Context: an optimization exercise on an open-source flow, tuned for small area, a short achievable clock period and few clock cycles per item. The choices shown serve that exercise and are no tape-out recipe.
RTL that was checked went through simulation tests only; none was proved equivalent to the original.
Power figures rest on the tool's default switching activity, not on a simulated workload.

==> inputs of wip/indigo <==
## gen_pair
module gen_pair (
    input  wire        clk,
    input  wire        rst,           
    input  wire        load,
    input  wire [10:0] cfg_width,     
    input  wire [31:0] cfg_p0,
    input  wire [63:0] cfg_p1,
    input  wire [63:0] cfg_p2,
    output wire [1:0]  err,           
    input  wire        beat_ready,
    output wire        beat_valid,
    output wire [63:0] beat,
    output wire [31:0] beat_addr,
    output wire [31:0] beat_step
);
==> flow/config.mk <==
export PLATFORM = sky130hd
export DESIGN_NAME = gen_pair
export DESIGN_NICKNAME = gen_pair
export VERILOG_FILES = /design/flow/design.v
export SDC_FILE = /design/flow/constraint.sdc
export NUM_CORES = 4
export LEC_CHECK = 0
export ABC_AREA = 1
export CAP_MARGIN = 60
export CORE_MARGIN = 2
export CORE_UTILIZATION = 50
export PLACE_DENSITY = 0.65
export SLEW_MARGIN = 60
==> flow/constraint.sdc <==
create_clock -name core_clock -period 30.0 [get_ports {clk}]
set_input_delay 6.0000 -clock core_clock [delete_from_list [all_inputs] [get_ports {clk}]]
set_output_delay 6.0000 -clock core_clock [all_outputs]
set_load 0.01 [all_outputs]
standard.sh (not shown) runs the stock make flow with config.mk's settings and CLKGATE_MAP_FILE= SYNTH_SCRIPT=/design/flow/synth_recipe.tcl, a recipe that flattens the netlist after the stock synthesis.
==> flow/flow/run.sh <==
#!/bin/bash
# Layout flow: the standard flow (standard.sh) unchanged except for two
# optimisation settings. The clock, its period and the I/O constraints are
# the design's; every port still gets a buffer.
#  - the timing repair keeps a larger setup margin, so that it sizes and
#    buffers the longest paths instead of stopping once the 30 ns clock is met;
#  - the port buffers are buf_4 cells instead of the delay cells picked by
#    default.
export SETUP_SLACK_MARGIN=22.5
export BUFFER_PORTS_ARGS="-buffer_cell sky130_fd_sc_hd__buf_4"
bash standard.sh > standard.log 2>&1
==> inputs of wip/nickel, as changes to wip/indigo <==
--- a/flow/design.v
+++ b/flow/design.v
@@ -30,40 +30,16 @@
     wire [9:0]  d_doff     = cfg_p2[20:11];
     wire [9:0]  d_dwm1     = cfg_p2[30:21];
     wire        d_den      = cfg_p2[31];
     wire [15:0] d_step     = cfg_p2[47:32];
     wire        d_inv      = cfg_p2[48];
     wire [6:0]  d_ab7 = {2'b0, d_colbits} + {2'b0, d_rowbits} + {4'b0, d_bankbits};
-    function cout12;
-        input [11:0] x, y;
-        input        ci;
-        reg   [11:0] g, p;
-        integer      i, d;
-        begin
-            g = x & y;
-            p = x | y;
-            g[0] = g[0] | (p[0] & ci);
-            for (d = 1; d < 12; d = d * 2)
-                for (i = 11; i >= d; i = i - 1) begin
-                    g[i] = g[i] | (p[i] & g[i - d]);
-                    p[i] = p[i] & p[i - d];
-                end
-            cout12 = g[11];
-        end
-    endfunction
-    function [23:0] csa;
-        input [11:0] a, b, c;
-        csa = {(a & b | a & c | b & c) << 1, a ^ b ^ c};
-    endfunction
-    wire [11:0] d_nw = ~{1'b0, cfg_width};
-    wire [23:0] d_k1 = csa({2'b0, d_aoff}, {7'b0, d_colbits}, {7'b0, d_rowbits});
-    wire [23:0] d_k2 = csa(d_k1[11:0], d_k1[23:12], {9'b0, d_bankbits});
-    wire [23:0] d_k3 = csa(d_k2[11:0], d_k2[23:12], d_nw);
-    wire        d_ca = d_aen && cout12(d_k3[11:0], d_k3[23:12], 1'b0);
-    wire [23:0] d_k4 = csa({2'b0, d_doff}, {2'b0, d_dwm1}, d_nw);
-    wire        d_cd = d_den && cout12(d_k4[11:0], d_k4[23:12], 1'b1);
+    wire [11:0] d_wa  = {1'b0, cfg_width} - {2'b0, d_aoff};
+    wire [11:0] d_wd  = {1'b0, cfg_width} + {2'b11, ~d_doff} + {2'b11, ~d_dwm1} + 12'd1;
+    wire        d_ca  = d_aen && (d_wa[11] || (d_wa[10:7] == 4'd0 && d_wa[6:0] < d_ab7));
+    wire        d_cd  = d_den && d_wd[11];
     wire        d_gb  = (d_aord == {1'b0, GALLOP}) || (d_aord == {1'b0, BUTTERFLY});
     wire d_ill   = d_aord[3] || (d_dpat > 4'd8) || (d_ab7 > 7'd32) ||
                    (d_gb && (d_ab7 == 7'd0 || d_ab7 > 7'd16)) || d_ca || d_cd;
     wire d_badw  = (cfg_width == 11'd0) || (cfg_width > 11'd1024);
     wire d_unsup = (cfg_width > 11'd64);
     reg  e_ill, e_badw, e_unsup;
- CORE_UTILIZATION: 50 -> 45
- PLACE_DENSITY: 0.65 -> 0.6
==> comparison table <==
metric	wip/indigo	wip/nickel
Met2 track utilization from global routing	64.64%	58.56%
Core Box Area	0.1181 mm²	0.1333 mm²
Die X	349.1 µm	370.3 µm
Average via count per standard cell	6.464	6.277
Clk pwr	0.795 mW	0.791 mW
Synthesized net count	10140	10260
Grt met3 use	12.65%	12.94%
Crit path depth	11	18
Reg-to-reg endpoint	obeat[4]$_DFFE_PP_	obeat[45]$_DFFE_PP_
Status	no timing/DRC/antenna violations	no timing/DRC/antenna violations
Power drawn by the sequential cells	1.13 mW	1.14 mW
Non-clock buffer area fraction after layout	5.883%	5.973%
Final Non-Filler Cells	11330	11680
Maximum vdd drop	0.0001537 V	0.0001000 V
Fraction of the mapped netlist area in adder cells	4.596%	4.517%
Initial core utilization	50.44%	45.30%
Proportion of netlist area held by the largest area contributor	20.12%	19.84%
Share of cell area taken by flip-flops and latches	21.23%	20.83%
Testbench counts of wip/indigo, summed over its fixed seeds: cycles 51,038, beats 48,947.
Testbench counts of wip/nickel, summed over its fixed seeds: cycles 51,038, beats 48,947.

* * *

==> v19: inputs <==
gen_pair, a different RTL version from the one above (not shown whole).
clock: 30.0 ns
lec_check: 0
abc_area: 1
cap_margin: 60
core_margin: 2
core_utilization: 45
place_density: 0.6
slew_margin: 60
run.sh (not shown) runs the stock make flow with config.mk's settings and CLKGATE_MAP_FILE= SYNTH_SCRIPT=/design/flow/synth_recipe.tcl, a recipe that flattens the netlist after the stock synthesis.
Stock flow here: none of the scripts above is used.
==> inputs of v37, as changes to v19 <==
--- a/flow/design.v
+++ b/flow/design.v
@@ -338,45 +338,45 @@
     wire [63:0] data    = (pattern ^ {64{inv}}) & dmask & {64{den}};
     wire [31:0] ao      = lo & mask;
     wire [63:0] a_field = aen ? ({32'd0, ao} << aoff) : 64'd0;
     wire [63:0] d_field = data << doff;
     wire [63:0] beat_nx = a_field ^ d_field;
-    always @(posedge clk) begin
+    always @(*) begin
         case (ab)
-            6'd1: begin s32 <= 6'd0; s32c <= 6'd1; end
-            6'd2: begin s32 <= 6'd0; s32c <= 6'd2; end
-            6'd3: begin s32 <= 6'd2; s32c <= 6'd1; end
-            6'd4: begin s32 <= 6'd0; s32c <= 6'd4; end
-            6'd5: begin s32 <= 6'd2; s32c <= 6'd3; end
-            6'd6: begin s32 <= 6'd2; s32c <= 6'd4; end
-            6'd7: begin s32 <= 6'd4; s32c <= 6'd3; end
-            6'd8: begin s32 <= 6'd0; s32c <= 6'd8; end
-            6'd9: begin s32 <= 6'd5; s32c <= 6'd4; end
-            6'd10: begin s32 <= 6'd2; s32c <= 6'd8; end
-            6'd11: begin s32 <= 6'd10; s32c <= 6'd1; end
-            6'd12: begin s32 <= 6'd8; s32c <= 6'd4; end
-            6'd13: begin s32 <= 6'd6; s32c <= 6'd7; end
-            6'd14: begin s32 <= 6'd4; s32c <= 6'd10; end
-            6'd15: begin s32 <= 6'd2; s32c <= 6'd13; end
-            6'd16: begin s32 <= 6'd0; s32c <= 6'd16; end
-            6'd17: begin s32 <= 6'd15; s32c <= 6'd2; end
-            6'd18: begin s32 <= 6'd14; s32c <= 6'd4; end
-            6'd19: begin s32 <= 6'd13; s32c <= 6'd6; end
-            6'd20: begin s32 <= 6'd12; s32c <= 6'd8; end
-            6'd21: begin s32 <= 6'd11; s32c <= 6'd10; end
-            6'd22: begin s32 <= 6'd10; s32c <= 6'd12; end
-            6'd23: begin s32 <= 6'd9; s32c <= 6'd14; end
-            6'd24: begin s32 <= 6'd8; s32c <= 6'd16; end
-            6'd25: begin s32 <= 6'd7; s32c <= 6'd18; end
-            6'd26: begin s32 <= 6'd6; s32c <= 6'd20; end
-            6'd27: begin s32 <= 6'd5; s32c <= 6'd22; end
-            6'd28: begin s32 <= 6'd4; s32c <= 6'd24; end
-            6'd29: begin s32 <= 6'd3; s32c <= 6'd26; end
-            6'd30: begin s32 <= 6'd2; s32c <= 6'd28; end
-            6'd31: begin s32 <= 6'd1; s32c <= 6'd30; end
-            6'd32: begin s32 <= 6'd0; s32c <= 6'd32; end
-            default: begin s32 <= 6'd0; s32c <= 6'd0; end
+            6'd1: begin s32 = 6'd0; s32c = 6'd1; end
+            6'd2: begin s32 = 6'd0; s32c = 6'd2; end
+            6'd3: begin s32 = 6'd2; s32c = 6'd1; end
+            6'd4: begin s32 = 6'd0; s32c = 6'd4; end
+            6'd5: begin s32 = 6'd2; s32c = 6'd3; end
+            6'd6: begin s32 = 6'd2; s32c = 6'd4; end
+            6'd7: begin s32 = 6'd4; s32c = 6'd3; end
+            6'd8: begin s32 = 6'd0; s32c = 6'd8; end
+            6'd9: begin s32 = 6'd5; s32c = 6'd4; end
+            6'd10: begin s32 = 6'd2; s32c = 6'd8; end
+            6'd11: begin s32 = 6'd10; s32c = 6'd1; end
+            6'd12: begin s32 = 6'd8; s32c = 6'd4; end
+            6'd13: begin s32 = 6'd6; s32c = 6'd7; end
+            6'd14: begin s32 = 6'd4; s32c = 6'd10; end
+            6'd15: begin s32 = 6'd2; s32c = 6'd13; end
+            6'd16: begin s32 = 6'd0; s32c = 6'd16; end
+            6'd17: begin s32 = 6'd15; s32c = 6'd2; end
+            6'd18: begin s32 = 6'd14; s32c = 6'd4; end
+            6'd19: begin s32 = 6'd13; s32c = 6'd6; end
+            6'd20: begin s32 = 6'd12; s32c = 6'd8; end
+            6'd21: begin s32 = 6'd11; s32c = 6'd10; end
+            6'd22: begin s32 = 6'd10; s32c = 6'd12; end
+            6'd23: begin s32 = 6'd9; s32c = 6'd14; end
+            6'd24: begin s32 = 6'd8; s32c = 6'd16; end
+            6'd25: begin s32 = 6'd7; s32c = 6'd18; end
+            6'd26: begin s32 = 6'd6; s32c = 6'd20; end
+            6'd27: begin s32 = 6'd5; s32c = 6'd22; end
+            6'd28: begin s32 = 6'd4; s32c = 6'd24; end
+            6'd29: begin s32 = 6'd3; s32c = 6'd26; end
+            6'd30: begin s32 = 6'd2; s32c = 6'd28; end
+            6'd31: begin s32 = 6'd1; s32c = 6'd30; end
+            6'd32: begin s32 = 6'd0; s32c = 6'd32; end
+            default: begin s32 = 6'd0; s32c = 6'd0; end
         endcase
     end
     always @(posedge clk) begin
         if (load) begin
             w_aord     <= d_aord[2:0];
==> flow/flow/run.sh (new file) <==
#!/bin/bash
# Layout flow: the standard flow (standard.sh) unchanged except for two
# optimisation settings. The clock, its period and the I/O constraints are
# the design's; every port still gets a buffer.
#  - the timing repair keeps a larger setup margin, so that it sizes and
#    buffers the longest paths instead of stopping once the 30 ns clock is met;
#  - the port buffers are buf_4 cells instead of the delay cells picked by
#    default.
export SETUP_SLACK_MARGIN=22.5
export BUFFER_PORTS_ARGS="-buffer_cell sky130_fd_sc_hd__buf_4"
bash standard.sh > standard.log 2>&1
==> flow/standard.sh (new file) <==
#!/bin/bash
# synth_recipe.tcl (not shown) runs the flow's synth.tcl, then flattens the netlist and writes it again
# the make line also repeats each setting of config.mk as NAME=value (left out here)
make -C /OpenROAD-flow-scripts/flow DESIGN_CONFIG=/design/flow/config.mk WORK_HOME=/design/flow/orfs CLKGATE_MAP_FILE= SYNTH_SCRIPT=/design/flow/synth_recipe.tcl "${@:-finish}"
- CAP_MARGIN: 60 -> 20
- SLEW_MARGIN: 60 -> 20
removed: flow/run.sh
==> qor summary <==
item	v19	v37
Die extent in x	370 um	370 um
Worst flop-to-flop path endpoint	obeat[4]$_DFFE_PP_	obeat[39]$_DFFE_PP_
Switching Share	0.519	0.520
Met2 Usage GRT	0.613	0.589
Sequential group share of total power	0.237	0.234
Hold slack	0.473 ns	0.467 ns
Post-placement cell count	11580	11518
Worst vdd ir	136 uV	97.3 uV
Pin count of the biggest net entering global routing	86	107
Max Clk Rate	111 MHz	117 MHz
Initial DRT Pass Iterations	8	10
Total CTS buffers	58	60
Least-Margin Pin Slew	0.731 ns	1.27 ns
Final wirelength	305 mm	297 mm
Proportion of final cell area spent on non-clock buffers	0.0656	0.0562
Run status	finished clean	finished clean
Core region area	133000 sq um	133000 sq um
Pre-CTS WS	20.25 ns	20.19 ns
RSZ-0062 raised after global routing	no	yes
Largest clock skew in the final design	0.0613 ns	0.0796 ns
Internal Dissipation	2.30 mW	2.33 mW
Footprint of the multi-input gates	41000 sq um	40800 sq um
XOR/XNOR Fraction of Synth Area	0.0441	0.0442
Multi-input combinational gate total	7866	7823
Part of the total power dissipated in combinational logic	0.606	0.609
Final design instance area without fill	67400 sq um	66700 sq um
Number of global-route vias before repair	66203	65627
Testbench counts of v19, summed over its fixed seeds: cycles 51,038, beats 48,947.
Testbench counts of v37, summed over its fixed seeds: cycles 51,038, beats 48,947.

* * *

==> inputs of v14 <==
Another version of the RTL of gen_pair (not shown whole).
clock: 30.0 ns
lec_check: 0
abc_area: 1
cap_margin: 60
core_margin: 2
core_utilization: 45
place_density: 0.6
slew_margin: 60
Stock flow here: none of the scripts above is used.
==> v3 (differences from v14) <==
--- a/flow/design.v
+++ b/flow/design.v
@@ -2,15 +2,15 @@
     input  wire        clk,
     input  wire        rst,           
     input  wire        load,
     input  wire [10:0] cfg_width,     
     input  wire [31:0] cfg_p0,
     input  wire [63:0] cfg_p1,
     input  wire [63:0] cfg_p2,
-    output reg  [1:0]  err,           
+    output wire [1:0]  err,           
     input  wire        beat_ready,
     output wire        beat_valid,
     output wire [63:0] beat,
     output wire [31:0] beat_addr,
     output wire [31:0] beat_step
 );
     localparam [2:0] LIN_UP = 3'd0, LIN_DOWN = 3'd1, COMPLEMENT = 3'd2, GRAY = 3'd3,
@@ -40,15 +40,17 @@
     wire        d_ca  = d_aen && (d_wa[11] || (d_wa[10:7] == 4'd0 && d_wa[6:0] < d_ab7));
     wire        d_cd  = d_den && d_wd[11];
     wire        d_gb  = (d_aord == {1'b0, GALLOP}) || (d_aord == {1'b0, BUTTERFLY});
     wire d_ill   = d_aord[3] || (d_dpat > 4'd8) || (d_ab7 > 7'd32) ||
                    (d_gb && (d_ab7 == 7'd0 || d_ab7 > 7'd16)) || d_ca || d_cd;
     wire d_badw  = (cfg_width == 11'd0) || (cfg_width > 11'd1024);
     wire d_unsup = (cfg_width > 11'd64);
-    wire [1:0] d_err = d_ill ? 2'd1 : d_badw ? 2'd2 : d_unsup ? 2'd3 : 2'd0;
+    reg  e_ill, e_badw, e_unsup;
+    assign err = {!e_ill && (e_badw || e_unsup), e_ill || (!e_badw && e_unsup)};
+    wire e_ok = !e_ill && !e_badw && !e_unsup;
     reg        pend;
     reg [2:0]  w_aord;
     reg [3:0]  w_dpat;
     reg [7:0]  w_ratem1;
     reg [4:0]  w_colbits;
     reg [4:0]  w_rowbits;
     reg [2:0]  w_bankbits;
@@ -57,15 +59,15 @@
     reg        w_aen;
     reg [5:0]  w_aoff;
     reg        w_den;
     reg [5:0]  w_doff;
     reg [5:0]  w_dwm1;
     reg [15:0] w_step;
     reg        w_inv;
-    wire commit = pend && (err == 2'd0);
+    wire commit = pend && e_ok;
     wire w_divord = (w_aord == GALLOP) || (w_aord == BUTTERFLY);
     wire [15:0] w_abs = w_step[15] ? 16'd0 - w_step : w_step;
     wire [30:0] w_s7, w_s15, w_s23, w_s31;
     assign w_s7[6:0]   = (w_seed[6:0]  == 7'd0)  ? 7'h7f       : w_seed[6:0];
     assign w_s15[14:0] = (w_seed[14:0] == 15'd0) ? 15'h7fff    : w_seed[14:0];
     assign w_s23[22:0] = (w_seed[22:0] == 23'd0) ? 23'h7fffff  : w_seed[22:0];
     assign w_s31       = (w_seed[30:0] == 31'd0) ? 31'h7fffffff : w_seed;
@@ -393,19 +395,25 @@
             w_den      <= d_den;
             w_doff     <= d_doff[5:0];
             w_dwm1     <= d_dwm1[5:0];
             w_step     <= d_step;
             w_inv      <= d_inv;
         end
     end
+    always @(posedge clk) begin
+        if (load || rst) begin
+            e_ill   <= d_ill && !rst;
+            e_badw  <= d_badw && !rst;
+            e_unsup <= d_unsup && !rst;
+        end
+    end
     wire clr = rst || commit;            
     wire adv_run = xfer && last;         
     always @(posedge clk) begin
         if (rst) begin
-            err     <= 2'd0;
             pend    <= 1'b0;
             aord    <= LIN_UP;
             dpat    <= SOLID;
             ratem1  <= 8'd0;
             colbits <= 5'd0;
             rowbits <= 5'd0;
             ab      <= 6'd0;
@@ -417,15 +425,14 @@
             dwm1    <= 6'd0;
             inv     <= 1'b0;
             ovalid  <= 1'b0;
             phase   <= P_PRIME1;       
             cnt     <= 4'd0;
         end else if (commit) begin
             pend    <= load;
-            err     <= load ? d_err : 2'd0;
             aord    <= w_aord;
             dpat    <= w_dpat;
             ratem1  <= w_ratem1;
             colbits <= w_colbits;
             rowbits <= w_rowbits;
             ab      <= {1'b0, w_colbits} + {1'b0, w_rowbits} + {3'b0, w_bankbits};
             start   <= w_start[15:0];
@@ -436,16 +443,14 @@
             dwm1    <= w_dwm1;
             inv     <= w_inv;
             ovalid  <= 1'b0;
             cnt     <= (w_divord && w_abs[15:5] == 11'd0) ? 4'd11 : 4'd0;
             phase   <= w_divord ? P_DIV : P_PRIME1;
         end else begin
             pend <= load;
-            if (load)
-                err <= d_err;
             case (phase)
                 P_DIV: begin
                     cnt   <= cnt + 4'd1;
                     if (cnt == 4'd14)
                         phase <= sneg ? P_NEG : P_PRIME1;
                 end
                 P_NEG:    phase <= P_PRIME1;
==> flow/flow/run.sh (new file) <==
#!/bin/bash
# Layout flow: the standard flow (standard.sh) unchanged except for two
# optimisation settings. The clock, its period and the I/O constraints are
# the design's; every port still gets a buffer.
#  - the timing repair keeps a larger setup margin, so that it sizes and
#    buffers the longest paths instead of stopping once the 30 ns clock is met;
#  - the port buffers are buf_4 cells instead of the delay cells picked by
#    default.
export SETUP_SLACK_MARGIN=22.5
export BUFFER_PORTS_ARGS="-buffer_cell sky130_fd_sc_hd__buf_4"
bash standard.sh > standard.log 2>&1
==> flow/standard.sh (new file) <==
#!/bin/bash
# synth_recipe.tcl (not shown) runs the flow's synth.tcl, then flattens the netlist and writes it again
# the make line also repeats each setting of config.mk as NAME=value (left out here)
make -C /OpenROAD-flow-scripts/flow DESIGN_CONFIG=/design/flow/config.mk WORK_HOME=/design/flow/orfs CLKGATE_MAP_FILE= SYNTH_SCRIPT=/design/flow/synth_recipe.tcl "${@:-finish}"
removed: flow/run.sh
==> results.txt <==
                                                                       v3             v14
Result of the run                                          finished clean  finished clean
Sw frac                                                            0.5218          0.5388
Number of setup buffers added after CTS                                 4               0
Layout clock buffers                                                   89              85
Initial core utilization                                           0.4550          0.4540
Die span in x                                                    369.1 um        368.6 um
Origin of the worst min-delay path                                 ovalid           an[0]
Maximum ir drop on the vdd rail                                0.08486 mV       0.1013 mV
Wire length per cell                                             25.09 um        26.03 um
Share of cell area taken by muxes after synthesis                 0.01535         0.01589
Die ar.                                                        136200 um2      135900 um2
Total of plain and repair buffers excluding clock buffers             453             442
Sequential cell count                                                 534             533
Sequential share of power                                           0.240           0.232
Arrival time at the worst endpoint                                8.98 ns         9.92 ns
Power share of the combinational group                              0.605           0.620
Testbench counts of v14, summed over its fixed seeds: cycles 51,358, beats 48,947.
Only the layout flow was run in v3; the RTL was not checked for function there.

[static timing again, ports no longer ideal]
Ports are ideal in the flow. The routed layouts listed here were re-timed in OpenROAD. Step 1: set_driving_cell puts a clkbuf_16 on clk and a buf_2 on each other input, an assumption about the parent block. Step 2 adds t to the input delays and takes it off the output delays; t is the mean of the earliest and latest rising clock arrival at the registers after step 1. Input paths then give back, and output paths get back, about the clock's delay inside the block. Slacks: ideal ports / drivers / drivers and shift; pairs: ideal ports / drivers.
| run | t, ns | slack for setup (ns) | pins driven straight from the clock port |
|---|---|---|---|
| wip/indigo | 0.784 | 21.846 / 21.887 / 21.102 | 1 |
| wip/nickel | 0.764 | 21.420 / 21.471 / 20.707 | 1 |
| v19 | 0.781 | 21.001 / 21.067 / 20.286 | 1 |
| v37 | 0.772 | 21.450 / 21.504 / 20.733 | 1 |
| v14 | 0.772 | 20.647 / 20.707 / 19.935 | 1 |
| v3 | 0.768 | 21.534 / 21.591 / 20.823 | 1 |
After both steps every run listed still meets setup and hold. For wip/indigo, which loses most, drivers alone change the setup slack by +0.041 ns; drivers and shift together by -0.744 ns.
